Background: an optimization exercise with open tools, aiming at small area, a short achievable clock period and few clock cycles. Do not read the settings as production practice.
Function was checked by simulation only, so behaviour that the tests miss may differ from the original.
Power is estimated from default activity; no workload was simulated.

<file path="flow/design.v">
module hsh_engine (
    input  wire        clk,
    input  wire        rst,         
    input  wire        req_valid,
    output wire        req_ready,
    input  wire        req_start,
    input  wire        req_final,
    input  wire [16:0] req_len,
    input  wire        in_valid,
    output wire        in_ready,
    input  wire [63:0] in_data,
    output wire        out_valid,
    input  wire        out_ready,
    output wire [63:0] out_data
);
    localparam [511:0] IV = {64'hcbbb9d5dc1059ed8, 64'h629a292a367cd507,
                             64'h9159015a3070dd17, 64'h152fecd8f70e5939,
                             64'h67332667ffc00b31, 64'h8eb44a8768581511,
                             64'hdb0c2e0d64f98fa7, 64'h47b5481dbefa4fa4};
    reg          nx_v, nx_start, nx_final;
    reg [16:0]   nx_len;
    reg          cur_v;       
    reg          start_r, final_r;
    reg [16:0]   len_r;
    reg [9:0]    nb;          
    reg [13:0]   mw;          
    reg          padded;      
    reg          first_blk;   
    reg          cnt_ok;      
    reg          wl;          
    reg [6:0]    cyc;         
    reg          wact;        
    reg          pact;        
    reg          plast;       
    reg          ld_pend, ld_iv, ld_rot;
    reg [3:0]    lc;
    reg          out_pend;
    reg [3:0]    oc;
    reg [9:0]    osel;        
    reg [63:0]   hA, hB, hC, hD, hE, hF, hG, hH;
    reg [127:0]  cnt;
    reg [1023:0] w;           
    reg [63:0]   a, b, c, d, e, f, g, h;
    reg [63:0]   q;           
    reg [63:0]   kr;          
    reg          s0, s1, s79, s80;    
    reg  [63:0] kc;
    always @(*) begin
        case (cyc)
            7'd0: kc[63:48] = 16'h428a;
            7'd1: kc[63:48] = 16'h7137;
            7'd2: kc[63:48] = 16'hb5c0;
            7'd3: kc[63:48] = 16'he9b5;
            7'd4: kc[63:48] = 16'h3956;
            7'd5: kc[63:48] = 16'h59f1;
            7'd6: kc[63:48] = 16'h923f;
            7'd7: kc[63:48] = 16'hab1c;
            7'd8: kc[63:48] = 16'hd807;
            7'd9: kc[63:48] = 16'h1283;
            7'd10: kc[63:48] = 16'h2431;
            7'd11: kc[63:48] = 16'h550c;
            7'd12: kc[63:48] = 16'h72be;
            7'd13: kc[63:48] = 16'h80de;
            7'd14: kc[63:48] = 16'h9bdc;
            7'd15: kc[63:48] = 16'hc19b;
            7'd16: kc[63:48] = 16'he49b;
            7'd17: kc[63:48] = 16'hefbe;
            7'd18: kc[63:48] = 16'h0fc1;
            7'd19: kc[63:48] = 16'h240c;
            7'd20: kc[63:48] = 16'h2de9;
            7'd21: kc[63:48] = 16'h4a74;
            7'd22: kc[63:48] = 16'h5cb0;
            7'd23: kc[63:48] = 16'h76f9;
            7'd24: kc[63:48] = 16'h983e;
            7'd25: kc[63:48] = 16'ha831;
            7'd26: kc[63:48] = 16'hb003;
            7'd27: kc[63:48] = 16'hbf59;
            7'd28: kc[63:48] = 16'hc6e0;
            7'd29: kc[63:48] = 16'hd5a7;
            7'd30: kc[63:48] = 16'h06ca;
            7'd31: kc[63:48] = 16'h1429;
            7'd32: kc[63:48] = 16'h27b7;
            7'd33: kc[63:48] = 16'h2e1b;
            7'd34: kc[63:48] = 16'h4d2c;
            7'd35: kc[63:48] = 16'h5338;
            7'd36: kc[63:48] = 16'h650a;
            7'd37: kc[63:48] = 16'h766a;
            7'd38: kc[63:48] = 16'h81c2;
            7'd39: kc[63:48] = 16'h9272;
            7'd40: kc[63:48] = 16'ha2bf;
            7'd41: kc[63:48] = 16'ha81a;
            7'd42: kc[63:48] = 16'hc24b;
            7'd43: kc[63:48] = 16'hc76c;
            7'd44: kc[63:48] = 16'hd192;
            7'd45: kc[63:48] = 16'hd699;
            7'd46: kc[63:48] = 16'hf40e;
            7'd47: kc[63:48] = 16'h106a;
            7'd48: kc[63:48] = 16'h19a4;
            7'd49: kc[63:48] = 16'h1e37;
            7'd50: kc[63:48] = 16'h2748;
            7'd51: kc[63:48] = 16'h34b0;
            7'd52: kc[63:48] = 16'h391c;
            7'd53: kc[63:48] = 16'h4ed8;
            7'd54: kc[63:48] = 16'h5b9c;
            7'd55: kc[63:48] = 16'h682e;
            7'd56: kc[63:48] = 16'h748f;
            7'd57: kc[63:48] = 16'h78a5;
            7'd58: kc[63:48] = 16'h84c8;
            7'd59: kc[63:48] = 16'h8cc7;
            7'd60: kc[63:48] = 16'h90be;
            7'd61: kc[63:48] = 16'ha450;
            7'd62: kc[63:48] = 16'hbef9;
            7'd63: kc[63:48] = 16'hc671;
            7'd64: kc[63:48] = 16'hca27;
            7'd65: kc[63:48] = 16'hd186;
            7'd66: kc[63:48] = 16'heada;
            7'd67: kc[63:48] = 16'hf57d;
            7'd68: kc[63:48] = 16'h06f0;
            7'd69: kc[63:48] = 16'h0a63;
            7'd70: kc[63:48] = 16'h113f;
            7'd71: kc[63:48] = 16'h1b71;
            7'd72: kc[63:48] = 16'h28db;
            7'd73: kc[63:48] = 16'h32ca;
            7'd74: kc[63:48] = 16'h3c9e;
            7'd75: kc[63:48] = 16'h431d;
            7'd76: kc[63:48] = 16'h4cc5;
            7'd77: kc[63:48] = 16'h597f;
            7'd78: kc[63:48] = 16'h5fcb;
            7'd79: kc[63:48] = 16'h6c44;
            default: kc[63:48] = 16'h0;
        endcase
    end
    always @(*) begin
        case (cyc)
            7'd0: kc[47:32] = 16'h2f98;
            7'd1: kc[47:32] = 16'h4491;
            7'd2: kc[47:32] = 16'hfbcf;
            7'd3: kc[47:32] = 16'hdba5;
            7'd4: kc[47:32] = 16'hc25b;
            7'd5: kc[47:32] = 16'h11f1;
            7'd6: kc[47:32] = 16'h82a4;
            7'd7: kc[47:32] = 16'h5ed5;
            7'd8: kc[47:32] = 16'haa98;
            7'd9: kc[47:32] = 16'h5b01;
            7'd10: kc[47:32] = 16'h85be;
            7'd11: kc[47:32] = 16'h7dc3;
            7'd12: kc[47:32] = 16'h5d74;
            7'd13: kc[47:32] = 16'hb1fe;
            7'd14: kc[47:32] = 16'h06a7;
            7'd15: kc[47:32] = 16'hf174;
            7'd16: kc[47:32] = 16'h69c1;
            7'd17: kc[47:32] = 16'h4786;
            7'd18: kc[47:32] = 16'h9dc6;
            7'd19: kc[47:32] = 16'ha1cc;
            7'd20: kc[47:32] = 16'h2c6f;
            7'd21: kc[47:32] = 16'h84aa;
            7'd22: kc[47:32] = 16'ha9dc;
            7'd23: kc[47:32] = 16'h88da;
            7'd24: kc[47:32] = 16'h5152;
            7'd25: kc[47:32] = 16'hc66d;
            7'd26: kc[47:32] = 16'h27c8;
            7'd27: kc[47:32] = 16'h7fc7;
            7'd28: kc[47:32] = 16'h0bf3;
            7'd29: kc[47:32] = 16'h9147;
            7'd30: kc[47:32] = 16'h6351;
            7'd31: kc[47:32] = 16'h2967;
            7'd32: kc[47:32] = 16'h0a85;
            7'd33: kc[47:32] = 16'h2138;
            7'd34: kc[47:32] = 16'h6dfc;
            7'd35: kc[47:32] = 16'h0d13;
            7'd36: kc[47:32] = 16'h7354;
            7'd37: kc[47:32] = 16'h0abb;
            7'd38: kc[47:32] = 16'hc92e;
            7'd39: kc[47:32] = 16'h2c85;
            7'd40: kc[47:32] = 16'he8a1;
            7'd41: kc[47:32] = 16'h664b;
            7'd42: kc[47:32] = 16'h8b70;
            7'd43: kc[47:32] = 16'h51a3;
            7'd44: kc[47:32] = 16'he819;
            7'd45: kc[47:32] = 16'h0624;
            7'd46: kc[47:32] = 16'h3585;
            7'd47: kc[47:32] = 16'ha070;
            7'd48: kc[47:32] = 16'hc116;
            7'd49: kc[47:32] = 16'h6c08;
            7'd50: kc[47:32] = 16'h774c;
            7'd51: kc[47:32] = 16'hbcb5;
            7'd52: kc[47:32] = 16'h0cb3;
            7'd53: kc[47:32] = 16'haa4a;
            7'd54: kc[47:32] = 16'hca4f;
            7'd55: kc[47:32] = 16'h6ff3;
            7'd56: kc[47:32] = 16'h82ee;
            7'd57: kc[47:32] = 16'h636f;
            7'd58: kc[47:32] = 16'h7814;
            7'd59: kc[47:32] = 16'h0208;
            7'd60: kc[47:32] = 16'hfffa;
            7'd61: kc[47:32] = 16'h6ceb;
            7'd62: kc[47:32] = 16'ha3f7;
            7'd63: kc[47:32] = 16'h78f2;
            7'd64: kc[47:32] = 16'h3ece;
            7'd65: kc[47:32] = 16'hb8c7;
            7'd66: kc[47:32] = 16'h7dd6;
            7'd67: kc[47:32] = 16'h4f7f;
            7'd68: kc[47:32] = 16'h67aa;
            7'd69: kc[47:32] = 16'h7dc5;
            7'd70: kc[47:32] = 16'h9804;
            7'd71: kc[47:32] = 16'h0b35;
            7'd72: kc[47:32] = 16'h77f5;
            7'd73: kc[47:32] = 16'hab7b;
            7'd74: kc[47:32] = 16'hbe0a;
            7'd75: kc[47:32] = 16'h67c4;
            7'd76: kc[47:32] = 16'hd4be;
            7'd77: kc[47:32] = 16'h299c;
            7'd78: kc[47:32] = 16'h6fab;
            7'd79: kc[47:32] = 16'h198c;
            default: kc[47:32] = 16'h0;
        endcase
    end
    always @(*) begin
        case (cyc)
            7'd0: kc[31:16] = 16'hd728;
            7'd1: kc[31:16] = 16'h23ef;
            7'd2: kc[31:16] = 16'hec4d;
            7'd3: kc[31:16] = 16'h8189;
            7'd4: kc[31:16] = 16'hf348;
            7'd5: kc[31:16] = 16'hb605;
            7'd6: kc[31:16] = 16'haf19;
            7'd7: kc[31:16] = 16'hda6d;
            7'd8: kc[31:16] = 16'ha303;
            7'd9: kc[31:16] = 16'h4570;
            7'd10: kc[31:16] = 16'h4ee4;
            7'd11: kc[31:16] = 16'hd5ff;
            7'd12: kc[31:16] = 16'hf27b;
            7'd13: kc[31:16] = 16'h3b16;
            7'd14: kc[31:16] = 16'h25c7;
            7'd15: kc[31:16] = 16'hcf69;
            7'd16: kc[31:16] = 16'h9ef1;
            7'd17: kc[31:16] = 16'h384f;
            7'd18: kc[31:16] = 16'h8b8c;
            7'd19: kc[31:16] = 16'h77ac;
            7'd20: kc[31:16] = 16'h592b;
            7'd21: kc[31:16] = 16'h6ea6;
            7'd22: kc[31:16] = 16'hbd41;
            7'd23: kc[31:16] = 16'h8311;
            7'd24: kc[31:16] = 16'hee66;
            7'd25: kc[31:16] = 16'h2db4;
            7'd26: kc[31:16] = 16'h98fb;
            7'd27: kc[31:16] = 16'hbeef;
            7'd28: kc[31:16] = 16'h3da8;
            7'd29: kc[31:16] = 16'h930a;
            7'd30: kc[31:16] = 16'he003;
            7'd31: kc[31:16] = 16'h0a0e;
            7'd32: kc[31:16] = 16'h46d2;
            7'd33: kc[31:16] = 16'h5c26;
            7'd34: kc[31:16] = 16'h5ac4;
            7'd35: kc[31:16] = 16'h9d95;
            7'd36: kc[31:16] = 16'h8baf;
            7'd37: kc[31:16] = 16'h3c77;
            7'd38: kc[31:16] = 16'h47ed;
            7'd39: kc[31:16] = 16'h1482;
            7'd40: kc[31:16] = 16'h4cf1;
            7'd41: kc[31:16] = 16'hbc42;
            7'd42: kc[31:16] = 16'hd0f8;
            7'd43: kc[31:16] = 16'h0654;
            7'd44: kc[31:16] = 16'hd6ef;
            7'd45: kc[31:16] = 16'h5565;
            7'd46: kc[31:16] = 16'h5771;
            7'd47: kc[31:16] = 16'h32bb;
            7'd48: kc[31:16] = 16'hb8d2;
            7'd49: kc[31:16] = 16'h5141;
            7'd50: kc[31:16] = 16'hdf8e;
            7'd51: kc[31:16] = 16'he19b;
            7'd52: kc[31:16] = 16'hc5c9;
            7'd53: kc[31:16] = 16'he341;
            7'd54: kc[31:16] = 16'h7763;
            7'd55: kc[31:16] = 16'hd6b2;
            7'd56: kc[31:16] = 16'h5def;
            7'd57: kc[31:16] = 16'h4317;
            7'd58: kc[31:16] = 16'ha1f0;
            7'd59: kc[31:16] = 16'h1a64;
            7'd60: kc[31:16] = 16'h2363;
            7'd61: kc[31:16] = 16'hde82;
            7'd62: kc[31:16] = 16'hb2c6;
            7'd63: kc[31:16] = 16'he372;
            7'd64: kc[31:16] = 16'hea26;
            7'd65: kc[31:16] = 16'h21c0;
            7'd66: kc[31:16] = 16'hcde0;
            7'd67: kc[31:16] = 16'hee6e;
            7'd68: kc[31:16] = 16'h7217;
            7'd69: kc[31:16] = 16'ha2c8;
            7'd70: kc[31:16] = 16'hbef9;
            7'd71: kc[31:16] = 16'h131c;
            7'd72: kc[31:16] = 16'h2304;
            7'd73: kc[31:16] = 16'h40c7;
            7'd74: kc[31:16] = 16'h15c9;
            7'd75: kc[31:16] = 16'h9c10;
            7'd76: kc[31:16] = 16'hcb3e;
            7'd77: kc[31:16] = 16'hfc65;
            7'd78: kc[31:16] = 16'h3ad6;
            7'd79: kc[31:16] = 16'h4a47;
            default: kc[31:16] = 16'h0;
        endcase
    end
    always @(*) begin
        case (cyc)
            7'd0: kc[15:0] = 16'hae22;
            7'd1: kc[15:0] = 16'h65cd;
            7'd2: kc[15:0] = 16'h3b2f;
            7'd3: kc[15:0] = 16'hdbbc;
            7'd4: kc[15:0] = 16'hb538;
            7'd5: kc[15:0] = 16'hd019;
            7'd6: kc[15:0] = 16'h4f9b;
            7'd7: kc[15:0] = 16'h8118;
            7'd8: kc[15:0] = 16'h0242;
            7'd9: kc[15:0] = 16'h6fbe;
            7'd10: kc[15:0] = 16'hb28c;
            7'd11: kc[15:0] = 16'hb4e2;
            7'd12: kc[15:0] = 16'h896f;
            7'd13: kc[15:0] = 16'h96b1;
            7'd14: kc[15:0] = 16'h1235;
            7'd15: kc[15:0] = 16'h2694;
            7'd16: kc[15:0] = 16'h4ad2;
            7'd17: kc[15:0] = 16'h25e3;
            7'd18: kc[15:0] = 16'hd5b5;
            7'd19: kc[15:0] = 16'h9c65;
            7'd20: kc[15:0] = 16'h0275;
            7'd21: kc[15:0] = 16'he483;
            7'd22: kc[15:0] = 16'hfbd4;
            7'd23: kc[15:0] = 16'h53b5;
            7'd24: kc[15:0] = 16'hdfab;
            7'd25: kc[15:0] = 16'h3210;
            7'd26: kc[15:0] = 16'h213f;
            7'd27: kc[15:0] = 16'h0ee4;
            7'd28: kc[15:0] = 16'h8fc2;
            7'd29: kc[15:0] = 16'ha725;
            7'd30: kc[15:0] = 16'h826f;
            7'd31: kc[15:0] = 16'h6e70;
            7'd32: kc[15:0] = 16'h2ffc;
            7'd33: kc[15:0] = 16'hc926;
            7'd34: kc[15:0] = 16'h2aed;
            7'd35: kc[15:0] = 16'hb3df;
            7'd36: kc[15:0] = 16'h63de;
            7'd37: kc[15:0] = 16'hb2a8;
            7'd38: kc[15:0] = 16'haee6;
            7'd39: kc[15:0] = 16'h353b;
            7'd40: kc[15:0] = 16'h0364;
            7'd41: kc[15:0] = 16'h3001;
            7'd42: kc[15:0] = 16'h9791;
            7'd43: kc[15:0] = 16'hbe30;
            7'd44: kc[15:0] = 16'h5218;
            7'd45: kc[15:0] = 16'ha910;
            7'd46: kc[15:0] = 16'h202a;
            7'd47: kc[15:0] = 16'hd1b8;
            7'd48: kc[15:0] = 16'hd0c8;
            7'd49: kc[15:0] = 16'hab53;
            7'd50: kc[15:0] = 16'heb99;
            7'd51: kc[15:0] = 16'h48a8;
            7'd52: kc[15:0] = 16'h5a63;
            7'd53: kc[15:0] = 16'h8acb;
            7'd54: kc[15:0] = 16'he373;
            7'd55: kc[15:0] = 16'hb8a3;
            7'd56: kc[15:0] = 16'hb2fc;
            7'd57: kc[15:0] = 16'h2f60;
            7'd58: kc[15:0] = 16'hab72;
            7'd59: kc[15:0] = 16'h39ec;
            7'd60: kc[15:0] = 16'h1e28;
            7'd61: kc[15:0] = 16'hbde9;
            7'd62: kc[15:0] = 16'h7915;
            7'd63: kc[15:0] = 16'h532b;
            7'd64: kc[15:0] = 16'h619c;
            7'd65: kc[15:0] = 16'hc207;
            7'd66: kc[15:0] = 16'heb1e;
            7'd67: kc[15:0] = 16'hd178;
            7'd68: kc[15:0] = 16'h6fba;
            7'd69: kc[15:0] = 16'h98a6;
            7'd70: kc[15:0] = 16'h0dae;
            7'd71: kc[15:0] = 16'h471b;
            7'd72: kc[15:0] = 16'h7d84;
            7'd73: kc[15:0] = 16'h2493;
            7'd74: kc[15:0] = 16'hbebc;
            7'd75: kc[15:0] = 16'h0d4c;
            7'd76: kc[15:0] = 16'h42b6;
            7'd77: kc[15:0] = 16'h7e2a;
            7'd78: kc[15:0] = 16'hfaec;
            7'd79: kc[15:0] = 16'h5817;
            default: kc[15:0] = 16'h0;
        endcase
    end
    wire [127:0] bitlen  = {cnt[124:0], 3'b000};
    wire        word_in  = (mw != 14'd0);
    wire        msg_slot = wact && (cyc[6:4] == 3'd0);           
    wire        lenword  = final_r && (nb == 10'd1) && (cyc[3:1] == 3'b111);
    wire        pad_part = final_r && (mw == 14'd1) && (len_r[2:0] != 3'd0);
    wire [63:0] keep_mask = ~(64'hffffffffffffffff >> {len_r[2:0], 3'b000});
    wire [63:0] pad_bit   = 64'h8000000000000000 >> {len_r[2:0], 3'b000};
    reg  [63:0] gword;
    always @(*) begin
        if (word_in) begin
            if (pad_part)
                gword = (in_data & keep_mask) | pad_bit;
            else
                gword = in_data;
        end else if (final_r && !padded) begin
            gword = 64'h8000000000000000;
        end else if (lenword) begin
            gword = cyc[0] ? bitlen[63:0] : bitlen[127:64];
        end else begin
            gword = 64'h0;
        end
    end
    wire [63:0] w0  = w[63:0];
    wire [63:0] w1  = w[127:64];
    wire [63:0] w9  = w[639:576];
    wire [63:0] w14 = w[959:896];
    wire [63:0] w15 = w[1023:960];
    wire [63:0] ss0 = {w1[0:0], w1[63:1]} ^ {w1[7:0], w1[63:8]} ^ (w1 >> 7);
    wire [63:0] ss1 = {w14[18:0], w14[63:19]} ^ {w14[60:0], w14[63:61]} ^ (w14 >> 6);
    wire [63:0] ws1 = w0 ^ w9 ^ ss0;
    wire [63:0] wc1 = {(w0[62:0] & w9[62:0]) | (w0[62:0] & ss0[62:0]) | (w9[62:0] & ss0[62:0]), 1'b0};
    wire [63:0] ws2 = ws1 ^ wc1 ^ ss1;
    wire [63:0] wc2 = {(ws1[62:0] & wc1[62:0]) | (ws1[62:0] & ss1[62:0]) | (wc1[62:0] & ss1[62:0]), 1'b0};
    wire [63:0] wnext = ws2 + wc2;
    wire [63:0] bs1 = {e[13:0], e[63:14]} ^ {e[17:0], e[63:18]} ^ {e[40:0], e[63:41]};
    wire [63:0] bs0 = {a[27:0], a[63:28]} ^ {a[33:0], a[63:34]} ^ {a[38:0], a[63:39]};
    wire [63:0] ch  = (e & f) ^ (~e & g);
    wire [63:0] maj = (a & b) ^ (a & c) ^ (b & c);
    wire [63:0] as1 = q ^ ch ^ maj;
    wire [63:0] ac1 = {(q[62:0] & ch[62:0]) | (q[62:0] & maj[62:0]) | (ch[62:0] & maj[62:0]), 1'b0};
    wire [63:0] as2 = as1 ^ ac1 ^ bs1;
    wire [63:0] ac2 = {(as1[62:0] & ac1[62:0]) | (as1[62:0] & bs1[62:0]) | (ac1[62:0] & bs1[62:0]), 1'b0};
    wire [63:0] as3 = as2 ^ ac2 ^ bs0;
    wire [63:0] ac3 = {(as2[62:0] & ac2[62:0]) | (as2[62:0] & bs0[62:0]) | (ac2[62:0] & bs0[62:0]), 1'b0};
    wire [63:0] a_n = as3 + ac3;
    wire [63:0] es1 = q ^ ch ^ d;
    wire [63:0] ec1 = {(q[62:0] & ch[62:0]) | (q[62:0] & d[62:0]) | (ch[62:0] & d[62:0]), 1'b0};
    wire [63:0] es2 = es1 ^ ec1 ^ bs1;
    wire [63:0] ec2 = {(es1[62:0] & ec1[62:0]) | (es1[62:0] & bs1[62:0]) | (ec1[62:0] & bs1[62:0]), 1'b0};
    wire [63:0] e_n = es2 + ec2;
    wire        ivs  = first_blk && start_r;            
    wire [63:0] qs1  = g ^ kr ^ w15;
    wire [63:0] qc1  = {(g[62:0] & kr[62:0]) | (g[62:0] & w15[62:0]) | (kr[62:0] & w15[62:0]), 1'b0};
    wire [63:0] q_n  = qs1 + qc1;
    wire        rot01 = pact || (first_blk && !start_r);    
    wire        rot   = s79 || s80 || ((s0 || s1) && rot01);
    wire [63:0] suma  = hD + a;
    wire [63:0] sume  = hH + e;
    wire [4:0]  ld_pos  = {1'b0, lc} + (ld_rot ? 5'd2 : 5'd0);
    wire        ld_ok   = ld_pend && !(pact && plast) && (!out_pend || (ld_pos < {1'b0, oc}));
    wire        ld_go   = ld_ok && (ld_iv || in_valid);
    reg  [63:0] ivw;
    always @(*) begin
        case (lc)
            4'd0: ivw = IV[511:448];
            4'd1: ivw = IV[447:384];
            4'd2: ivw = IV[383:320];
            4'd3: ivw = IV[319:256];
            4'd4: ivw = IV[255:192];
            4'd5: ivw = IV[191:128];
            4'd6: ivw = IV[127:64];
            4'd7: ivw = IV[63:0];
            default: ivw = 64'd0;
        endcase
    end
    wire [63:0] ldw = ld_iv ? ivw : in_data;
    wire ldA = ld_go && (lc == (ld_rot ? 4'd2 : 4'd0));
    wire ldB = ld_go && (lc == (ld_rot ? 4'd3 : 4'd1));
    wire ldC = ld_go && (lc == (ld_rot ? 4'd0 : 4'd2));
    wire ldD = ld_go && (lc == (ld_rot ? 4'd1 : 4'd3));
    wire ldE = ld_go && (lc == (ld_rot ? 4'd6 : 4'd4));
    wire ldF = ld_go && (lc == (ld_rot ? 4'd7 : 4'd5));
    wire ldG = ld_go && (lc == (ld_rot ? 4'd4 : 4'd6));
    wire ldH = ld_go && (lc == (ld_rot ? 4'd5 : 4'd7));
    wire ldL = ld_go && (lc == 4'd8);
    wire ldU = ld_go && (lc == 4'd9);
    assign out_data = ({64{osel[0]}} & hA) | ({64{osel[1]}} & hB) |
                      ({64{osel[2]}} & hC) | ({64{osel[3]}} & hD) |
                      ({64{osel[4]}} & hE) | ({64{osel[5]}} & hF) |
                      ({64{osel[6]}} & hG) | ({64{osel[7]}} & hH) |
                      ({64{osel[8]}} & cnt[63:0]) | ({64{osel[9]}} & cnt[127:64]);
    wire in_take = msg_slot && word_in;
    assign req_ready = !nx_v;
    assign in_ready  = in_take || (ld_ok && !ld_iv);
    assign out_valid = out_pend;
    wire go = !(in_take && !in_valid) && !(s79 && ld_pend) && !(lenword && !cnt_ok);
    wire rnd_en = s0 ? pact : !s1;
    wire wstep  = wact && !s80;
    wire [17:0] nblk_nx = nx_final ? (({1'b0, nx_len} + 18'd144) >> 7)
                                   : ({1'b0, nx_len} >> 7);
    wire        nx_blocks = (nblk_nx != 18'd0);
    wire last_blk = (nb == 10'd1);
    wire end_blk  = wact && s80 && go;
    wire take_b   = end_blk && last_blk && nx_v && nx_start && nx_blocks && cnt_ok;
    wire idle     = !cur_v && !wact && !pact && !ld_pend;
    wire take_c   = idle && nx_v;
    wire take     = take_b || take_c;
    wire ld_last  = ld_go && (lc == 4'd9);
    wire blk_go   = wl && ld_last && (nb != 10'd0);       
    wire new_go   = take && nx_start && nx_blocks;        
    wire       run    = go && (wact || pact);
    wire       cyc_we = run || new_go || blk_go;
    wire [6:0] cyc_nx = (!run || s80 || (s1 && !wact)) ? 7'd0 : cyc + 7'd1;
    wire fix = cur_v && !ld_pend && !cnt_ok;              
    wire [127:0] cnt_sum = cnt + {111'd0, len_r};
    always @(posedge clk) begin
        if (cyc_we) begin
            cyc <= cyc_nx;
            s0  <= (cyc_nx == 7'd0);
            s1  <= (cyc_nx == 7'd1);
            s79 <= (cyc_nx == 7'd79);
            s80 <= (cyc_nx == 7'd80);
        end
        if (run)
            kr <= kc;
        if (run && wstep)
            w <= {(msg_slot ? gword : wnext), w[1023:64]};
        if (run)
            q <= q_n;
    end
    wire ab_rnd  = run && rnd_en;
    wire ab_load = run && s1;
    always @(posedge clk) begin
        if (ab_rnd) begin
            {a, b, c, d} <= {a_n, a, b, c};
            {e, f, h}    <= {e_n, e, g};
        end else if (ab_load) begin
            if (ivs)
                {a, b, c, d, e, f, h} <= {IV[511:128], IV[63:0]};
            else
                {a, b, c, d, e, f, h} <= {suma, hA, hB, hC, sume, hE, hG};
        end else if (blk_go) begin
            a <= 64'd0;
            e <= 64'd0;
        end
        if (run && s0)
            g <= ivs ? IV[63:0] : hF;
        else if (ab_rnd)
            g <= f;
        else if (ab_load)
            g <= ivs ? IV[127:64] : hF;
    end
    wire rot_go = run && rot;
    always @(posedge clk) begin
        if (ldA) hA <= ldw; else if (rot_go) hA <= suma;
        if (ldB) hB <= ldw; else if (rot_go) hB <= hA;
        if (ldC) hC <= ldw; else if (rot_go) hC <= hB;
        if (ldD) hD <= ldw; else if (rot_go) hD <= hC;
        if (ldE) hE <= ldw; else if (rot_go) hE <= sume;
        if (ldF) hF <= ldw; else if (rot_go) hF <= hE;
        if (ldG) hG <= ldw; else if (rot_go) hG <= hF;
        if (ldH) hH <= ldw; else if (rot_go) hH <= hG;
        if (ldL) cnt[63:0]   <= ldw; else if (fix) cnt[63:0]   <= cnt_sum[63:0];
        if (ldU) cnt[127:64] <= ldw; else if (fix) cnt[127:64] <= cnt_sum[127:64];
    end
    always @(posedge clk) begin
        if (rst) begin
            nx_v     <= 1'b0;
            cur_v    <= 1'b0;
            wact     <= 1'b0;
            pact     <= 1'b0;
            plast    <= 1'b0;
            ld_pend  <= 1'b0;
            out_pend <= 1'b0;
            wl       <= 1'b0;
        end else begin
            if (req_valid && !nx_v) begin
                nx_v     <= 1'b1;
                nx_start <= req_start;
                nx_final <= req_final;
                nx_len   <= req_len;
            end
            if (out_pend && out_ready) begin
                oc   <= oc + 4'd1;
                osel <= {osel[8:0], 1'b0};
                if (oc == 4'd9)
                    out_pend <= 1'b0;
            end
            if (ld_go) begin
                lc <= lc + 4'd1;
                if (lc == 4'd9)
                    ld_pend <= 1'b0;
            end
            if (fix)
                cnt_ok <= 1'b1;
            if (wl && ld_last) begin
                wl <= 1'b0;
                if (nb == 10'd0) begin
                    cur_v    <= 1'b0;
                    out_pend <= 1'b1;
                    oc       <= 4'd0;
                    osel     <= 10'd1;
                end else begin
                    wact      <= 1'b1;
                    first_blk <= 1'b1;
                end
            end
            if (run) begin
                if (msg_slot && wstep) begin
                    if (word_in)
                        mw <= mw - 14'd1;
                    if (pad_part || (!word_in && final_r))
                        padded <= 1'b1;
                end
                if (s1)
                    first_blk <= 1'b0;
                if (s80) begin
                    nb    <= nb - 10'd1;
                    pact  <= 1'b1;
                    plast <= last_blk;
                    if (last_blk) begin
                        wact  <= 1'b0;
                        cur_v <= 1'b0;
                    end
                end else if (s1 && !wact) begin
                    pact <= 1'b0;
                end
                if (s1 && pact) begin
                    plast <= 1'b0;
                    if (plast) begin
                        out_pend <= 1'b1;
                        oc       <= 4'd0;
                        osel     <= 10'd1;
                    end
                end
            end
            if (take) begin
                nx_v      <= 1'b0;
                cur_v     <= 1'b1;
                start_r   <= nx_start;
                final_r   <= nx_final;
                len_r     <= nx_len;
                nb        <= nblk_nx[9:0];
                mw        <= ({1'b0, nx_len} + 18'd7) >> 3;
                padded    <= 1'b0;
                cnt_ok    <= 1'b0;
                ld_pend   <= 1'b1;
                ld_iv     <= nx_start;
                ld_rot    <= !nx_start && nx_blocks;
                lc        <= 4'd0;
                if (new_go) begin
                    wact      <= 1'b1;
                    first_blk <= 1'b1;
                    wl        <= 1'b0;
                end else begin
                    wl        <= 1'b1;
                end
            end
        end
    end
endmodule
</file>
<file path="flow/run.sh">
#!/bin/bash
# synth_recipe.tcl (not shown) runs the flow's synth.tcl, then flattens the netlist and writes it again
# the make line also repeats each setting of config.mk as NAME=value (left out here)
make -C /OpenROAD-flow-scripts/flow DESIGN_CONFIG=/design/flow/config.mk WORK_HOME=/design/flow/orfs CLKGATE_MAP_FILE= SYNTH_SCRIPT=/design/flow/synth_recipe.tcl finish
</file>
<file path="flow/config.mk">
export PLATFORM = sky130hd
export DESIGN_NAME = hsh_engine
export DESIGN_NICKNAME = hsh_engine
export VERILOG_FILES = /design/flow/design.v
export SDC_FILE = /design/flow/constraint.sdc
export NUM_CORES = 4
export LEC_CHECK = 0
export CAP_MARGIN = 20
export CORE_MARGIN = 2
export CORE_UTILIZATION = 40
export SETUP_SLACK_MARGIN = 5
export SLEW_MARGIN = 20
export TNS_END_PERCENT = 0
</file>
<file path="flow/constraint.sdc">
create_clock -name core_clock -period 11.5 [get_ports {clk}]
set_input_delay 2.3000 -clock core_clock [delete_from_list [all_inputs] [get_ports {clk}]]
set_output_delay 2.3000 -clock core_clock [all_outputs]
set_load 0.01 [all_outputs]
</file>
==> notes.md, run 1 <==
status=no timing/DRC/antenna violations; Worst Hold End=w[817]$_DFFE_PP_; final core occ=0.4491; Syn Area/Cell=11.06 um^2; Final TNS setup=0 ps; top-area cell type share of the netlist area=0.5043; routed vias=110,137; total design power=32.66 mW; Die X=593.6 um; clock buffer depth=4; Starting Density=0.4016; first-pass GRT wire length=861.7 mm; Worst Tran Pin Value=1310 ps; Final setup viols=0; final worst setup slack=4682 ps; cell count after synthesis=12,571; max reg flops=1,024; Post-DP Area=0.1463 mm^2; R2R depth=18; row cnt=216; min-delay worst type=flip-flop to flip-flop; Routed WL per cell=36.89 um; GRT Total Usage=0.3540; WL final=640.3 mm; Post-synth ARST share=0; Pins Over Slew Limit=0; Max-slew headroom=0.1198; CP arrival=4520 ps; H-tree levels=5; most frequent cells after synthesis=2,335 x edfxtp_1, 1,682 x nand2_1, 1,269 x o21ai_0; synth top area cells=edfxtp_1 50%, fa_1 7.4%, xnor2_1 4.7%, o21ai_0 4.6%, nand2_1 4.5%; yosys warns=1; Main synth FF type=edfxtp_1; Setup CP Type=flip-flop to output port; worst hold start=w[881]$_DFFE_PP_; clk latency of the worst-skew pair=950 ps; drc violations=0; area of the die=0.3524 mm^2; layout cells sized above 1=0.06634; Worst Setup Slack post-DPL=4708 ps; hold_buf cts=0; hpwl dp=483.3 mm; VDD IR max=0.1209 mV; max-cap check violation count=0; top flop regs=w x1024, cnt x128; Design Area, Final=0.1555 mm^2; post-synthesis sequential area ratio=0.5135; largest reg by FF count=w; Final min period=6818 ps; fmax=146.7 MHz; Pre-antenna DRT Iters=7; GRT Residual Overflow=0; Power Dens Cells=210.0 mW/mm^2; Worst setup SP type=flip-flop; IO Pins=155; number of synthesized register bits=2,399; Worst-path clk slew=70 ps; vias in the first global route=101,503; count of non-filler cells in the finished layout=17,357; Hold WS=394.9 ps; Unique masters post-synth=95; gpl congestion=1.097; CTS tree=yes; post-route clock period utilization=0.5928; RSZ-0062 raised after global routing=yes; RR Startpoint=e[4]$_DFFE_PP_; syn nets=13,615; # fillers=32,384; Routed Antenna Nets=0; total CTS buffers=280; NumNets Final=13,577; FF-to-FF setup slack=4780 ps; Hold Path Depth=0; clock sink count=2,399; initial antenna violation count=50; Via density=6.345; Post-synth EDFFs=2,335; Die H=593.6 um; I/O Buffers=154; postcts setup bufs=0; Hold Fails Final Rpt=0; Mapped Area=0.1390 mm^2; Critical Path RT=9200 ps; root buf cell=clkbuf_16; endpoint class of the critical path=output port; FF-to-FF End=e[60]$_DFFE_PP_; critical path peak fanout=49; Iter 0 DRT Violations=18,693; Pleak=57.45 nW; Max Clock Skew=71.86 ps; count leader, synth=edfxtp_1; largest net degree at the start of global routing=192; Placed Cells=16,827; post-synth top area cell=edfxtp_1; CORE AREA=0.3462 mm^2; Area Overhead vs Synth=11.83%
power breakdown:
part	internal, mW	total, mW	switching (mW)	leakage, nW
Clock	5.18	9.05	3.87	4.37
Sequential	10.4	11.0	0.576	21.8
Combinational	4.31	12.6	8.32	31.3
Total	19.9	32.7	12.8	57.4
routing by layer:
layer,up-vias,track usage,wire length (um)
met4,28,0.2539,56760
li1,45614,-,-
met5,-,0,172
met3,1572,0.09900,78580
met2,7749,0.4942,258000
met1,55174,0.4708,246800
critical path, cell delays in order (launching register included):
cell and delay [ps]:
edfxtp_1 690, buf_4 470, a22oi_1 1040, nand4_1 560, clkdlybuf4s50_1 740
logic make-up (layout without fill, tap and decap cells):
kind of cell | after synthesis | in the layout | synth area share
AO/OA/AOI/OAI | 3382 | 3382 | 0.1506
XOR/XNOR | 1043 | 1043 | 0.06570
adder cells (fa/ha/maj) | 957 | 957 | 0.1137
buffers and inverters | 1336 | 1517 | 0.03636
flip-flops | 2399 | 2399 | 0.5135
multiplexers | 263 | 263 | 0.01958
other | 0 | 27 | 0
AND/OR/NAND/NOR | 3191 | 3191 | 0.1006
cell usage in the layout (no fill, tap or decap), types with 289 or more instances in the layout:
master / synthesis / layout
edfxtp_1: 2335 / 2335
nand2_1: 1682 / 1661
o21ai_0: 1269 / 1265
xnor2_1: 754 / 739
a21oi_1: 654 / 653
inv_1: 566 / 559
nor2_1: 531 / 523
fa_1: 511 / 511
ha_1: 445 / 445
nand3_1: 316 / 311
a21o_1: 295 / 295
clkbuf_16: 0 / 291
xor2_1: 289 / 289
final cells by class:
| cell class | instances | area [um^2] | share of cell area |
|---|---|---|---|
| Antenna cell | 27 | 67.56 | 0.0004345 |
| Timing Repair Buffer | 447 | 3902 | 0.02510 |
| Tap cell | 4578 | 5728 | 0.03684 |
| Multi-Input combinational cell | 8836 | 63210 | 0.4065 |
| Clock inverter | 163 | 1582 | 0.01017 |
| Clock buffer | 338 | 7458 | 0.04797 |
| Sequential cell | 2399 | 71400 | 0.4592 |
| Inverter | 569 | 2148 | 0.01382 |
worst max path at each step:
stage / start / end / slack (ps) / cells after the start
final: osel[8]$_DFFE_PN_ / out_data[39] / 4680 / 4
after global routing: e[11]$_DFFE_PP_ / e[60]$_DFFE_PP_ / 4700 / 18
after detailed placement: e[43]$_DFFE_PP_ / a[62]$_DFFE_PP_ / 4710 / 18
after global placement: e[43]$_DFFE_PP_ / a[62]$_DFFE_PP_ / 4710 / 18
after CTS: e[13]$_DFFE_PP_ / a[62]$_DFFE_PP_ / 4870 / 18
after floorplan: in_valid / w[0]$_DFFE_PP_ / -17290 / 4
timing repair:
item	CTS	global route
resized for setup	7	5
pin swaps	0	0
setup endpoints to repair	14	25
Testbench counts, summed over its fixed seeds: cycles 40,034.
==> run 2, diff against run 1 <==
--- a/flow/config.mk
+++ b/flow/config.mk
@@ -11,3 +11,2 @@
 export SETUP_SLACK_MARGIN = 5
 export SLEW_MARGIN = 20
-export TNS_END_PERCENT = 0
==> run 2 against run 1 <==
Effect of this change: die area stayed put; critical path depth increased by 1; first-iteration DRC count shrank 7.6%; non-clock buffer count up 15; synthesized cell count did not move; sequential power barely moved; worst setup slack better by 110 ps; fmax up 1.6%; largest cell class unchanged.
==> notes.md, run 2 <==
most frequent cells after synthesis=2,335 x edfxtp_1, 1,682 x nand2_1, 1,269 x o21ai_0; hold_buf cts=0 (unchanged); Post-DP Area=0.1463 mm^2 (about the same); CP arrival=4410 ps (-110 ps); crit path from=osel[8]$_DFFE_PN_; Mapped Area=0.1390 mm^2 (unchanged); Worst Path Buf+Inv=3 (+1); Hold WS=373.6 ps (-21.34 ps); CTS tree=yes; total CTS buffers=279 (-0.36%); XOR/XNOR Fraction of Synth Area=0.06570 (unchanged); hpwl dp=485.2 mm (+0.38%); Hold Fails Final Rpt=0 (unchanged); first-pass GRT wire length=866.6 mm (+0.57%); Iter 0 DRT Violations=17,271 (-7.6%); Unique masters post-synth=95 (unchanged); vias in the first global route=101,301 (-0.20%); Worst Tran Pin Value=1386 ps (+76.18 ps); min-delay worst type=flip-flop to flip-flop; final worst setup slack=4788 ps (+105.5 ps); Die X=593.6 um (unchanged); syn nets=13,615 (unchanged); leading cell type in the layout, fill and taps excluded=edfxtp_1; largest reg by FF count=w; GRT Residual Overflow=0 (unchanged); status=no timing/DRC/antenna violations; synth top area cells=edfxtp_1 50%, fa_1 7.4%, xnor2_1 4.7%, o21ai_0 4.6%, nand2_1 4.5%; max reg flops=1,024 (unchanged); routed vias=109,890 (-0.22%); Via density=6.324 (-0.34%); RSZ-0062 raised after global routing=yes; NumNets Final=13,591 (+0.10%); Critical Path RT=9200 ps (about the same); H-tree levels=5 (unchanged); yosys warns=1 (unchanged); GRT Total Usage=0.3557 (+0.001743); Starting Density=0.4016 (unchanged); most frequent cells in the layout=2,335 x edfxtp_1, 1,662 x nand2_1, 1,259 x o21ai_0; Max-slew headroom=0.07570 (-0.04407); Hold Path Depth=0 (unchanged); I/O Buffers=154 (unchanged); delay-heaviest family, CP=buffers and inverters; IO Pins=155 (unchanged); fmax=149.0 MHz (+1.6%); combinational family with the most area after synthesis=compound AO/OA/AOI/OAI gates; CP max-delay cell=a22oi_1; top flop regs=w x1024, cnt x128; Max Clock Skew=65.00 ps (-6.853 ps); Placed Cells=16,827 (unchanged); Routed WL per cell=37.02 um (+0.35%); total design power=32.52 mW (-0.41%); Pre-antenna DRT Iters=9 (+2); post-synthesis compound-gate area fraction=0.1506 (unchanged); top-area cell type share of the netlist area=0.5043 (unchanged); Pins Over Slew Limit=0 (unchanged); largest net degree at the start of global routing=198 (+3.1%); stages on the worst setup path=5 (+1); root buf cell=clkbuf_16; clock buffer depth=4 (unchanged); FF-to-FF setup slack=5050 ps (+270 ps); WL final=643.3 mm (+0.47%); Worst setup SP type=flip-flop; FF-to-FF End=a[61]$_DFFE_PP_; Worst Setup Slack post-DPL=4413 ps (-295.4 ps); Power Dens Cells=209.3 mW/mm^2 (-0.37%); Final TNS setup=0 ps (unchanged); gpl congestion=1.077 (-1.8%); post-synthesis sequential area ratio=0.5135 (unchanged); CORE AREA=0.3462 mm^2 (unchanged); RR Startpoint=e[16]$_DFFE_PP_; adder-cell share of the synthesized area=0.1137 (unchanged); CP most frequent cell=buf_4; post-synth top area cell=edfxtp_1; Final min period=6712 ps (-105.5 ps); count of non-filler cells in the finished layout=17,378 (+0.12%); critical path endpoint=out_data[42]; VDD IR max=0.1497 mV (+24%); Post-synth ARST share=0 (unchanged); Syn Area/Cell=11.06 um^2 (unchanged); drc violations=0 (unchanged); Routed Antenna Nets=0 (unchanged); Post-synth EDFFs=2,335 (unchanged); clock sink count=2,399 (unchanged); initial antenna violation count=56 (+12%); Main synth FF type=edfxtp_1; number of synthesized register bits=2,399 (unchanged); count leader, synth=edfxtp_1; Area Overhead vs Synth=11.78% (about the same); cell count after synthesis=12,571 (unchanged); area of the die=0.3524 mm^2 (unchanged); max incr delay on CP=1160 ps (+120 ps); critical path peak fanout=38 (-22%); Synth Area in Simple Gates=0.1006 (unchanged); endpoint class of the critical path=output port; Setup CP Type=flip-flop to output port; post-synthesis mux area share=0.01958 (unchanged); Worst-path clk slew=60 ps (about the same); Die H=593.6 um (unchanged); R2R depth=17 (-1); Pleak=57.37 nW (-0.13%); layout cells sized above 1=0.06691 (+0.0005644); clk latency of the worst-skew pair=990 ps (+40 ps); final core occ=0.4489 (about the same); max-cap check violation count=0 (unchanged); post-route clock period utilization=0.5837 (-0.009172); cells along the critical path=buf_4, buf_4, a22oi_1, nand4_1, clkdlybuf4s50_1; row cnt=216 (unchanged); Final setup viols=0 (unchanged); Design Area, Final=0.1554 mm^2 (about the same)
## run 2: worst min path at each step
stage,start,end
after floorplan,w[164]$_DFFE_PP_,w[100]$_DFFE_PP_
after global placement,w[419]$_DFFE_PP_,w[355]$_DFFE_PP_
after detailed placement,w[229]$_DFFE_PP_,w[165]$_DFFE_PP_
after CTS,w[196]$_DFFE_PP_,w[132]$_DFFE_PP_
after global routing,w[131]$_DFFE_PP_,w[67]$_DFFE_PP_
final,w[196]$_DFFE_PP_,w[132]$_DFFE_PP_
## run 2: logic make-up after synthesis
kind of cell	count (synthesis)
and+or+nand+nor	3191
xor gates and xnor gates	1043
adders and majority gates	957
buffers and inverters	1336
DFF	2399
muxes	263
AOI/OAI and AO/OA	3382
## run 2: layout make-up
type / count / area, um^2
clock buffer: 333 / 7291
timing repair buffer: 462 / 4014
inverter: 569 / 2145
sequential: 2399 / 71400
antenna: 36 / 90.09
clock inverter: 165 / 1545
tap: 4578 / 5728
fill: 32392 / 190800
multi-input combinational: 8836 / 63210
## run 2: routing by layer
layer	share of wire	GRT usage	wire length, um
met1	0.38	0.4726	247500
met2	0.41	0.4988	261100
met3	0.12	0.09987	78400
met4	0.087	0.2512	56130
met5	0.00032	0	207
## run 2: timing repair
item,CTS,global route
gates cloned,0,0
setup endpoints to repair,12,14
pin swaps,2,0
buffers inserted,6,10
endpoints found under the hold margin,0,0
resized for setup,7,15
## run 2: report_power, final
group / internal, mW / total, mW / switching [mW] / leakage, nW
clock network: 4.96 / 8.89 / 3.92 / 4.24
logic: 4.33 / 12.7 / 8.33 / 31.3
registers: 10.4 / 11.0 / 0.578 / 21.8
total: 19.7 / 32.5 / 12.8 / 57.4
==> run 3, diff against run 2 <==
--- a/flow/design.v
+++ b/flow/design.v
@@ -28,4 +28,6 @@
     reg          first_blk;   
     reg          cnt_ok;      
+    reg [2:0]    fx;          
+    reg          fcy;         
     reg          wl;          
     reg [6:0]    cyc;         
@@ -458,4 +460,5 @@
             4'd6: ivw = IV[127:64];
             4'd7: ivw = IV[63:0];
+            4'd8: ivw = {47'd0, len_r};           
             default: ivw = 64'd0;
         endcase
@@ -499,6 +502,7 @@
     wire       cyc_we = run || new_go || blk_go;
     wire [6:0] cyc_nx = (!run || s80 || (s1 && !wact)) ? 7'd0 : cyc + 7'd1;
-    wire fix = cur_v && !ld_pend && !cnt_ok;              
-    wire [127:0] cnt_sum = cnt + {111'd0, len_r};
+    wire fix = cur_v && !ld_pend && !cnt_ok;
+    wire [15:0] fadd = (fx == 3'd0) ? len_r[15:0] : {15'd0, (fx == 3'd1) & len_r[16]};
+    wire [16:0] fsum = {1'b0, cnt[15:0]} + {1'b0, fadd} + {16'd0, fcy};
     always @(posedge clk) begin
         if (cyc_we) begin
@@ -548,6 +552,6 @@
         if (ldG) hG <= ldw; else if (rot_go) hG <= hF;
         if (ldH) hH <= ldw; else if (rot_go) hH <= hG;
-        if (ldL) cnt[63:0]   <= ldw; else if (fix) cnt[63:0]   <= cnt_sum[63:0];
-        if (ldU) cnt[127:64] <= ldw; else if (fix) cnt[127:64] <= cnt_sum[127:64];
+        if (ldL) cnt[63:0]   <= ldw; else if (fix) cnt[63:0]   <= cnt[79:16];
+        if (ldU) cnt[127:64] <= ldw; else if (fix) cnt[127:64] <= {fsum[15:0], cnt[127:80]};
     end
     always @(posedge clk) begin
@@ -579,5 +583,11 @@
                     ld_pend <= 1'b0;
             end
-            if (fix)
+            if (fix) begin
+                fx  <= fx + 3'd1;
+                fcy <= fsum[16];
+                if (fx == 3'd7)
+                    cnt_ok <= 1'b1;
+            end
+            if (ld_last && ld_iv)
                 cnt_ok <= 1'b1;
             if (wl && ld_last) begin
@@ -632,4 +642,6 @@
                 padded    <= 1'b0;
                 cnt_ok    <= 1'b0;
+                fx        <= 3'd0;
+                fcy       <= 1'b0;
                 ld_pend   <= 1'b1;
                 ld_iv     <= nx_start;
==> flow/flow/run.sh (new file) <==
#!/bin/bash
# Standard layout, with timing repair aiming for extra setup slack beyond the clock period.
set -euo pipefail
bash standard.sh SETUP_SLACK_MARGIN=6.0 finish > standard.log 2>&1
==> flow/standard.sh (new file) <==
#!/bin/bash
# synth_recipe.tcl (not shown) runs the flow's synth.tcl, then flattens the netlist and writes it again
# the make line also repeats each setting of config.mk as NAME=value (left out here)
make -C /OpenROAD-flow-scripts/flow DESIGN_CONFIG=/design/flow/config.mk WORK_HOME=/design/flow/orfs CLKGATE_MAP_FILE= SYNTH_SCRIPT=/design/flow/synth_recipe.tcl "${@:-finish}"
--- a/flow/config.mk
+++ b/flow/config.mk
@@ -9,4 +9,3 @@
 export CORE_MARGIN = 2
 export CORE_UTILIZATION = 40
-export SETUP_SLACK_MARGIN = 5
 export SLEW_MARGIN = 20
removed: flow/run.sh
==> run 3 against run 2 <==
Effect of this change: sequential share of layout area shrank 1.3 points; hold slack worse by 14 ps; combinational power is 11% higher; first-iteration DRC count increased by 5.9%; utilization rose by 1.0 points; critical path depth is 18 higher; die area shrank 0.73%; worst setup slack improved by 860 ps; cell count increased by 0.97%; register-to-register slack improved by 600 ps; cell area rose by 1.4%; clock skew up 21 ps; largest cell class unchanged.
==> notes.md, run 3 <==
status=no timing/DRC/antenna violations; I/O Buffers=154 (unchanged); met1 Resource Use GR=0.4976 (+0.02501); Pins Over Slew Limit=0 (unchanged); Critical Path RT=12,250 ps (+3050 ps); Worst-path clk slew=70 ps (about the same); leading cell type in the layout, fill and taps excluded=edfxtp_1; initial antenna violation count=45 (-20%); clock buffer depth=4 (unchanged); fmax=171.0 MHz (+15%); GRT Max-Usage Layer=met2; Worst Tran Pin Value=1326 ps (-60.65 ps); endpoint class of the critical path=flip-flop; synth top area cells=edfxtp_1 51%, fa_1 7.4%, o21ai_0 4.9%, nand2_1 4.8%, xnor2_1 4.5%; FF/Latch Area=0.07040 mm^2 (-1.4%); largest net degree at the start of global routing=202 (+2.0%); count leader, synth=edfxtp_1; vias in the first global route=101,821 (+0.51%); largest reg by FF count=w; top flop regs=w x1024, cnt x128; number of synthesized register bits=2,347 (-2.2%); RSZ-0062 raised after global routing=yes; Pre-antenna DRT Iters=7 (-2); Worst Path Buf+Inv=5 (+2); # fillers=32,123 (-0.83%); Via density=6.324 (about the same); first-pass GRT wire length=878.5 mm (+1.4%); most frequent cells in the layout=2,339 x edfxtp_1, 1,751 x nand2_1, 1,290 x o21ai_0; NumNets Final=13,784 (+1.4%); WL final=657.2 mm (+2.2%); Area Overhead vs Synth=14.17%; Worst setup SP type=flip-flop; syn nets=13,658 (+0.32%); max incr delay on CP=560 ps (-600 ps); Power Dens Cells=213.9 mW/mm^2 (+2.2%); met2 Use GR=0.5107 (+0.01186); most frequent cells after synthesis=2,339 x edfxtp_1, 1,773 x nand2_1, 1,341 x o21ai_0; routed vias=110,969 (+0.98%); combinational share of power=0.419 (+0.030); met3 Use GR=0.1018 (+0.001928); GRT Residual Overflow=0 (unchanged); Post-synth EDFFs=2,339 (+0.17%); layout cells sized above 1=0.09906 (+0.03215); area of the multi-input gates=0.06416 mm^2 (+1.5%); Final min period=5849 ps (-863.7 ps); critical path peak fanout=4 (-89%); Routed Antenna Nets=0 (unchanged); total design power=33.71 mW (+3.6%); Sw Share=0.3989 (+0.004424); drc violations=0 (unchanged); row cnt=215 (-0.46%); Max-slew headroom=0.1068 (+0.03109); CP max-delay cell=fa_1; post-synthesis sequential area ratio=0.5100 (-0.003444); Main synth FF type=edfxtp_1; register share of total power=0.317 (-0.021); hpwl dp=490.3 mm (+1.1%); total CTS buffers=276 (-1.1%); min-delay worst type=flip-flop to flip-flop; Psw=13.45 mW (+4.8%); IO Pins=155 (unchanged); top-area cell type share of the netlist area=0.5089 (+0.004609); Setup CP Type=flip-flop to flip-flop; Final setup viols=0 (unchanged); Hold Fails Final Rpt=0 (unchanged); Worst Setup Slack post-DPL=4745 ps (+332.1 ps); Routed WL per cell=37.46 um (+1.2%); clock sink count=2,347 (-2.2%); final worst setup slack=5652 ps (+863.7 ps); clock power share=0.263 (-0.010); max-cap check violation count=0 (unchanged); hold_buf cts=0 (unchanged); post-synth top area cell=edfxtp_1; Die H=591.4 um (-0.37%); Post-synth ARST share=0 (unchanged); area of the die=0.3498 mm^2 (-0.73%); yosys warns=1 (unchanged); delay-heaviest family, CP=compound AO/OA/AOI/OAI gates; Mapped Area=0.1380 mm^2 (-0.74%); CP arrival=6590 ps (+2180 ps); Iter 0 DRT Violations=18,293 (+5.9%); Max Clock Skew=85.82 ps (+20.82 ps); Starting Density=0.4021 (+0.0004676); VDD IR max=0.1476 mV (-1.4%); root buf cell=clkbuf_16; CORE AREA=0.3433 mm^2 (-0.85%); clk latency of the worst-skew pair=980 ps (about the same); post-route clock period utilization=0.5086 (-0.07510); Int Power=20.26 mW (+2.9%); Die X=591.4 um (-0.37%); H-tree levels=5 (unchanged); Syn Area/Cell=10.93 um^2 (-1.2%); Unique masters post-synth=115 (+21%); Pleak=59.17 nW (+3.1%); cell count after synthesis=12,624 (+0.42%); cells along the critical path=a21o_1, o21ai_2, fa_1, fa_1, inv_1, fa_1, ha_2, inv_2, fa_2, and2b_1, o31a_1, o221ai_4, o21ai_4, a311oi_2, buf_4, a2111oi_4, buf_4, o21ai_4, a211oi_2, buf_4, o211ai_1, and3_1, o32ai_2; CTS tree=yes; GRT Total Usage=0.3670 (+0.01131); gpl congestion=1.090 (+1.2%); max reg flops=1,024 (unchanged)
run 3: cell families after synthesis:
logic type / after synthesis / synth area share
buf+inv: 1411 / 0.03892
simple gates: 3193 / 0.1011
xor+xnor: 921 / 0.05844
flops: 2347 / 0.5100
mux: 190 / 0.01414
compound gates: 3615 / 0.1636
fa+ha+maj: 947 / 0.1137
run 3: power groups by stage:
stage	clock network, mW	registers, mW	logic, mW
2_1_floorplan	0	10.6	8.27
3_5_place_dp	0	10.9	12.5
3_3_place_gp	0	10.9	12.6
4_1_cts	8.95	10.7	13.3
6_report	8.88	10.7	14.1
5_1_grt	9.25	10.7	14.9
run 3: stage by stage:
| stage | cells | TNS, ps | hold WS, ps | util | instance area (um^2) |
|---|---|---|---|---|---|
| 2_1_floorplan | 12624 | -6747840 | 400.3 | - | 138000 |
| 3_3_place_gp | 16774 | 0 | 400.0 | 0.4217 | 144800 |
| 3_5_place_dp | 16778 | 0 | 404.5 | 0.4220 | 144900 |
| 4_1_cts | 17453 | 0 | 340.0 | 0.4558 | 156500 |
| 5_1_grt | 17520 | 0 | 368.2 | 0.4589 | 157500 |
| 6_report | 17546 | 0 | 359.2 | 0.4591 | 157600 |
run 3: area by class of cell:
| class | count | area share |
|---|---|---|
| timing repair buffer | 684 | 0.03960 |
| antenna | 27 | 0.0004288 |
| sequential | 2347 | 0.4467 |
| multi-input combinational | 8866 | 0.4072 |
| clock buffer | 328 | 0.04587 |
| clock inverter | 162 | 0.01029 |
| inverter | 575 | 0.01374 |
| tap | 4557 | 0.03618 |
run 3: worst paths after layout:
path,depth (start not counted),slack [ps],to,startpoint
max,23,5650,a[61]$_DFFE_PP_,a[1]$_DFFE_PP_
min,0,360,w[744]$_DFFE_PP_,w[808]$_DFFE_PP_
max reg2reg,23,5650,a[61]$_DFFE_PP_,a[1]$_DFFE_PP_
min reg2reg,0,360,w[744]$_DFFE_PP_,w[808]$_DFFE_PP_
run 3: repair_timing:
action / CTS / global route
pin swaps: 71 / 43
gates cloned: 5 / 0
buffers inserted: 180 / 63
resized for setup: 283 / 98
endpoints found under the setup margin: 163 / 81
run 3: metal layers:
| layer | vias to the layer above | routed length [um] |
|---|---|---|
| li1 | 46185 | - |
| met1 | 55757 | 255700 |
| met2 | 7546 | 265800 |
| met3 | 1457 | 81900 |
| met4 | 24 | 53630 |
| met5 | - | 162 |
Testbench counts of run 3, summed over its fixed seeds: cycles 40,034.
==> run 4, diff against run 3 <==
--- a/flow/config.mk
+++ b/flow/config.mk
@@ -8,4 +8,4 @@
 export CAP_MARGIN = 20
 export CORE_MARGIN = 2
-export CORE_UTILIZATION = 40
+export CORE_UTILIZATION = 45
 export SLEW_MARGIN = 20
==> run 4 against run 3 <==
Effect of this change: via count increased by 3.7%; critical path type unchanged; critical path depth unchanged; utilization increased by 6.1 points.
==> notes.md, run 4 <==
RSZ-0062 raised after global routing=yes; root buf cell=clkbuf_16; synth top area cells=edfxtp_1 51%, fa_1 7.4%, o21ai_0 4.9%, nand2_1 4.8%, xnor2_1 4.5%; Final setup viols=0 (unchanged); Die X=557.8 um (-5.7%); post-synthesis sequential area ratio=0.5100 (unchanged); vias in the first global route=105,095 (+3.2%); Mapped Area=0.1380 mm^2 (unchanged); fmax=168.1 MHz (-1.7%); FF-to-FF setup slack=5550 ps (-100 ps); status=no timing/DRC/antenna violations; count leader, synth=edfxtp_1; Via density=6.704 (+6.0%); endpoint class of the critical path=flip-flop; Design Area, Final=0.1589 mm^2 (+0.85%); row cnt=203 (-5.6%); Starting Density=0.4517 (+0.04961); GRT Total Usage=0.4389 (+0.07187); NumNets Final=13,859 (+0.54%); Routed WL per cell=40.76 um (+8.8%); Post-synth EDFFs=2,339 (unchanged); yosys warns=1 (unchanged); VDD IR max=0.1537 mV (+4.1%); adder-cell share of the synthesized area=0.1137 (unchanged); CTS tree=yes; clk latency of the worst-skew pair=930 ps (-50 ps); Worst Setup Slack post-DPL=4354 ps (-390.4 ps); CORE AREA=0.3056 mm^2 (-11%); hold_buf cts=0 (unchanged); Psw=14.60 mW (+8.6%); Pins Over Slew Limit=0 (unchanged); Routed Antenna Nets=0 (unchanged); cell count after synthesis=12,624 (unchanged); # fillers=26,872 (-16%); CP arrival=6550 ps (-40 ps); max reg flops=1,024 (unchanged); initial antenna violation count=68 (+51%); post-route clock period utilization=0.5172 (+0.008593); number of synthesized register bits=2,347 (unchanged); Unique masters post-synth=115 (unchanged); Worst Hold End=w[440]$_DFFE_PP_; Critical Path RT=12,100 ps (-150 ps); top flop regs=w x1024, cnt x128; Post-Route M1 WL=274.6 mm (+7.4%); Die H=557.8 um (-5.7%); Max-slew headroom=0.07547 (-0.03132); post-synth top area cell=edfxtp_1; IO Pins=155 (unchanged); Worst-path clk slew=60 ps (about the same); count of non-filler cells in the finished layout=17,169 (-2.1%); Final min period=5947 ps (+98.82 ps); highest routed layer=met5; clock power share=0.253 (-0.010); top-area cell type share of the netlist area=0.5089 (unchanged); Worst Tran Pin Value=1381 ps (+54.91 ps); FF-to-FF End=a[63]$_DFFE_PP_; Worst setup SP type=flip-flop; metal2 WL=273.2 mm (+2.8%); register share of total power=0.303 (-0.014); XOR/XNOR Fraction of Synth Area=0.05844 (unchanged); largest reg by FF count=w; combinational share of power=0.444 (+0.025); hpwl dp=525.3 mm (+7.1%); H-tree levels=5 (unchanged); largest net degree at the start of global routing=199 (-1.5%); worst hold start=w[504]$_DFFE_PP_; Final TNS setup=0 ps (unchanged); R2R depth=23 (unchanged); area of the die=0.3112 mm^2 (-11%); Synth Area in Simple Gates=0.1011 (unchanged); GRT Residual Overflow=0 (unchanged); Setup CP Type=flip-flop to flip-flop; Hold Fails Final Rpt=0 (unchanged); clock sink count=2,347 (unchanged); final worst setup slack=5553 ps (-98.82 ps); Pleak=59.92 nW (+1.3%); post-synthesis mux area share=0.01414 (unchanged); Int Power=20.60 mW (+1.7%); most frequent cells after synthesis=2,339 x edfxtp_1, 1,773 x nand2_1, 1,341 x o21ai_0; Placed Cells=16,343 (-2.6%); layout cells sized above 1=0.1157 (+0.01663); min-delay worst type=flip-flop to flip-flop; max-cap check violation count=0 (unchanged); Post-synth ARST share=0 (unchanged); Hold Path Depth=0 (unchanged); leading cell type in the layout, fill and taps excluded=edfxtp_1; Syn Area/Cell=10.93 um^2 (unchanged); Main synth FF type=edfxtp_1; Pre-antenna DRT Iters=8 (+1); clock buffer depth=4 (unchanged); Area Overhead vs Synth=15.14%; syn nets=13,658 (unchanged); total CTS buffers=271 (-1.8%); Iter 0 DRT Violations=21,557 (+18%); I/O Buffers=154 (unchanged); critical path peak fanout=4 (unchanged); routed vias=115,105 (+3.7%); drc violations=0 (unchanged); routed length on met3=103.6 mm (+26%); post-synthesis compound-gate area fraction=0.1636 (unchanged); combinational family with the most area after synthesis=compound AO/OA/AOI/OAI gates; first-pass GRT wire length=924.0 mm (+5.2%); Sw Share=0.4147 (+0.01583); WL final=699.9 mm (+6.5%); Power Dens Cells=221.5 mW/mm^2 (+3.5%); Post-DP Area=0.1446 mm^2 (-0.16%); Max Clock Skew=73.27 ps (-12.55 ps); RR Startpoint=b[1]$_DFFE_PP_; most frequent cells in the layout=2,339 x edfxtp_1, 1,749 x nand2_1, 1,284 x o21ai_0; gpl congestion=1.094 (+0.32%)
## run 4: cell counts after synthesis
Identical to the previous run, type by type.
## run 4: cells by family after synthesis
| family | Yosys count |
|---|---|
| compound gates | 3615 |
| xor+xnor | 921 |
| fa+ha+maj | 947 |
| buf+inv | 1411 |
| flops | 2347 |
| mux | 190 |
| simple gates | 3193 |
## run 4: how the worst max path moves through the flow
stage,start,endpoint,slack (ps)
after floorplan,in_valid,w[0]$_DFFE_PP_,-6590
after global placement,e[1]$_DFFE_PP_,e[57]$_DFFE_PP_,4090
after detailed placement,a[1]$_DFFE_PP_,a[63]$_DFFE_PP_,4350
after CTS,b[1]$_DFFE_PP_,a[61]$_DFFE_PP_,5620
after global routing,b[1]$_DFFE_PP_,a[61]$_DFFE_PP_,5380
final,b[1]$_DFFE_PP_,a[63]$_DFFE_PP_,5550
## run 4: metrics by stage
step	power [mW]	utilization	hold slack, ps
final	35.20	0.5201	359.7
after floorplan	18.90	-	400.3
after global placement	24.24	0.4727	400.2
after detailed placement	24.14	0.4733	404.5
after global routing	36.11	0.5198	355.8
after CTS	33.89	0.5146	348.4
## run 4: layout make-up
| cell class | instances | area [um^2] | share of cell area |
|---|---|---|---|
| clock inverter | 172 | 1877 | 0.01181 |
| multi-input combinational | 8867 | 65110 | 0.4097 |
| tap | 4100 | 5130 | 0.03228 |
| antenna | 34 | 85.08 | 0.0005354 |
| clock buffer | 311 | 6995 | 0.04402 |
| inverter | 575 | 2173 | 0.01368 |
| sequential | 2347 | 70400 | 0.4430 |
| timing repair buffer | 763 | 7149 | 0.04499 |
## run 4: routing by layer
metal	up-vias	global-route usage
met5	-	0.008490
met4	34	0.2423
met3	1544	0.1538
met2	9301	0.5843
met1	57893	0.6165
li1	46333	-
## run 4: repair_timing
item,4_1_cts,5_1_grt
pin swaps,105,98
cloned,10,1
setup endpoints to repair,344,208
resized for setup,396,187
setup buffers,219,78
## run 4: critical path, stage by stage (launching register included)
cell       delay (ps)
edfxtp_1          440
a21o_1            230
o21ai_2            80
fa_1              440
fa_1              590
inv_1              70
fa_1              490
ha_2              190
inv_2              40
fa_2              320
and2b_1           240
o31a_1            260
o221ai_4          160
o21ai_4           230
buf_6             160
a311oi_4           90
buf_6             180
a2111oi_4         310
buf_6             200
o21ai_4           110
a211oi_4          350
nor3_1            130
nor3b_4           220
o32ai_2           110
## run 4: power groups by stage
| stage | clock network (mW) | registers, mW | logic (mW) |
|---|---|---|---|
| floorplan | 0 | 10.6 | 8.27 |
| global placement | 0 | 10.9 | 13.4 |
| detailed placement | 0 | 10.9 | 13.2 |
| CTS | 8.92 | 10.6 | 14.3 |
| global route | 9.22 | 10.7 | 16.2 |
| finish | 8.90 | 10.7 | 15.6 |
==> run 5, diff against run 4 <==
--- a/flow/config.mk
+++ b/flow/config.mk
@@ -6,6 +6,6 @@
 export NUM_CORES = 4
 export LEC_CHECK = 0
-export CAP_MARGIN = 20
+export CAP_MARGIN = 10
 export CORE_MARGIN = 2
-export CORE_UTILIZATION = 45
-export SLEW_MARGIN = 20
+export CORE_UTILIZATION = 40
+export SLEW_MARGIN = 10
==> run 5 against run 4 <==
Effect of this change: the layout now fails its checks (max-capacitance violations, max-slew violations); clock power rose by 0.8%; first-iteration DRC count shrank 15%; via count down 3.6%; cell area down 0.63%; sequential share of layout area increased by 0.28 points; highest routed layer unchanged; largest power group unchanged; flip-flop and latch count unchanged; critical path type unchanged; utilization down 6.0 points.
==> notes.md, run 5 <==
Hold Fails Final Rpt=0 (unchanged); Psw=13.47 mW (-7.7%); Unique masters post-synth=115 (unchanged); Post-synth EDFFs=2,339 (unchanged); top-area cell type share of the netlist area=0.5089 (unchanged); count of non-filler cells in the finished layout=17,575 (+2.4%); Blocking Checks=max-capacitance violations, max-slew violations; Die X=591.4 um (+6.0%); Via density=6.316 (-5.8%); layout cells sized above 1=0.1012 (-0.01453); initial antenna violation count=51 (-25%); max incr delay on CP=1100 ps (+510 ps); top flop regs=w x1024, cnt x128; largest reg by FF count=w; most frequent cells after synthesis=2,339 x edfxtp_1, 1,773 x nand2_1, 1,341 x o21ai_0; register share of total power=0.315 (+0.012); Hold WS=364.2 ps (+4.537 ps); CP arrival=6420 ps (-130 ps); GRT Total Usage=0.3675 (-0.07139); total CTS buffers=275 (+1.5%); first-pass GRT wire length=878.9 mm (-4.9%); post-route clock period utilization=0.5015 (-0.01565); yosys warns=1 (unchanged); Area Overhead vs Synth=14.41%; Worst Tran Pin Value=1561 ps (+180.1 ps); NumNets Final=13,812 (-0.34%); min-delay worst type=flip-flop to flip-flop; final worst setup slack=5733 ps (+180.0 ps); Design Area, Final=0.1579 mm^2 (-0.63%); Final setup viols=0 (unchanged); clock power share=0.264 (+0.011); status=failed layout checks; clock sink count=2,347 (unchanged); Worst-path clk slew=70 ps (about the same); Pleak=59.32 nW (-1.0%); Starting Density=0.4021 (-0.04961); fmax=173.4 MHz (+3.1%); Routed Antenna Nets=0 (unchanged); GRT Residual Overflow=0 (unchanged); gpl congestion=1.090 (-0.32%); hold_buf cts=0 (unchanged); Critical Path RT=12,150 ps (+50 ps); endpoint class of the critical path=flip-flop; CTS tree=yes; max-cap check violation count=1 (+1); leading cell type in the layout, fill and taps excluded=edfxtp_1; Pins Over Slew Limit=4 (+4); Pre-antenna DRT Iters=7 (-1); Iter 0 DRT Violations=18,339 (-15%)
-- run 5: cell counts after synthesis --
No cell type changed its count.
-- run 5: repair_timing --
action                     in CTS  in global routing
gates resized for setup       265                137
setup endpoints to repair     164                 87
gates cloned                    5                  0
pin swaps                      66                 70
setup buffers                 192                 87
-- run 5: path summary, 6_finish.rpt --
check | start | end | slack [ps] | depth (start not counted)
min reg2reg | w[895]$_DFFE_PP_ | w[831]$_DFFE_PP_ | 360 | 0
max reg2reg | a[50]$_DFFE_PP_ | a[62]$_DFFE_PP_ | 5730 | 14
max | a[50]$_DFFE_PP_ | a[62]$_DFFE_PP_ | 5730 | 14
min | w[895]$_DFFE_PP_ | w[831]$_DFFE_PP_ | 360 | 0
-- run 5: worst max-delay path, delay by kind of cell (launching register included) --
family	cells	cell delay [ps]
simple gates	4	830
compound gates	6	1730
flops	1	750
fa+ha+maj	2	920
xor+xnor	2	1230
-- run 5: logic make-up (layout without fill, tap and decap cells) --
family,count (synthesis),count (layout),share of synthesized area
compound gates,3615,3615,0.1636
simple gates,3193,3193,0.1011
mux,190,190,0.01414
fa+ha+maj,947,947,0.1137
buf+inv,1411,1777,0.03892
xor+xnor,921,921,0.05844
flops,2347,2347,0.5100
other cells,0,28,0
-- run 5: power groups by stage --
stage	combinational (mW)	sequential [mW]	clock (mW)
4_1_cts	13.3	10.7	9.03
2_1_floorplan	8.27	10.6	0
5_1_grt	15.1	10.7	9.32
3_5_place_dp	12.5	10.9	0
6_report	14.3	10.7	8.97
3_3_place_gp	12.6	10.9	0
-- run 5: final cells by class --
type	instances	share of cell area
inverters	575	0.01371
well taps	4557	0.03611
clock inverters	158	0.009999
clock buffers	331	0.04632
multi-input cells	8866	0.4068
flip-flops and latches	2347	0.4458
diodes	28	0.0004437
repair buffers	713	0.04083
-- run 5: layer usage --
metal	GRT usage	routed length, um
met1	0.4986	255000
met2	0.5120	265300
met3	0.1017	82760
met4	0.2441	53830
met5	0	373

[separate check: timing with driven ports]
The flow's constraints put no driver on any port. The routed layouts listed below were extracted and timed again, unchanged, in two steps. Step 1, drivers: a clkbuf_16 drives clk and a buf_2 each remaining input, both assumed. Step 2 also shifts input and output timing later by t, the mid clock arrival at the registers, as if the neighbouring blocks saw the same clock. Slacks: no drivers / after step 1 / after step 2; pairs: no drivers / after step 1.
run	t, ns	setup slack, ns
run 1	1.026	4.682 / 4.566 / 4.566
run 2	1.046	4.788 / 4.697 / 4.271
run 3	1.046	5.651 / 5.651 / 5.073
run 4	1.022	5.553 / 5.553 / 5.063
run 5	1.038	5.733 / 5.733 / 5.202
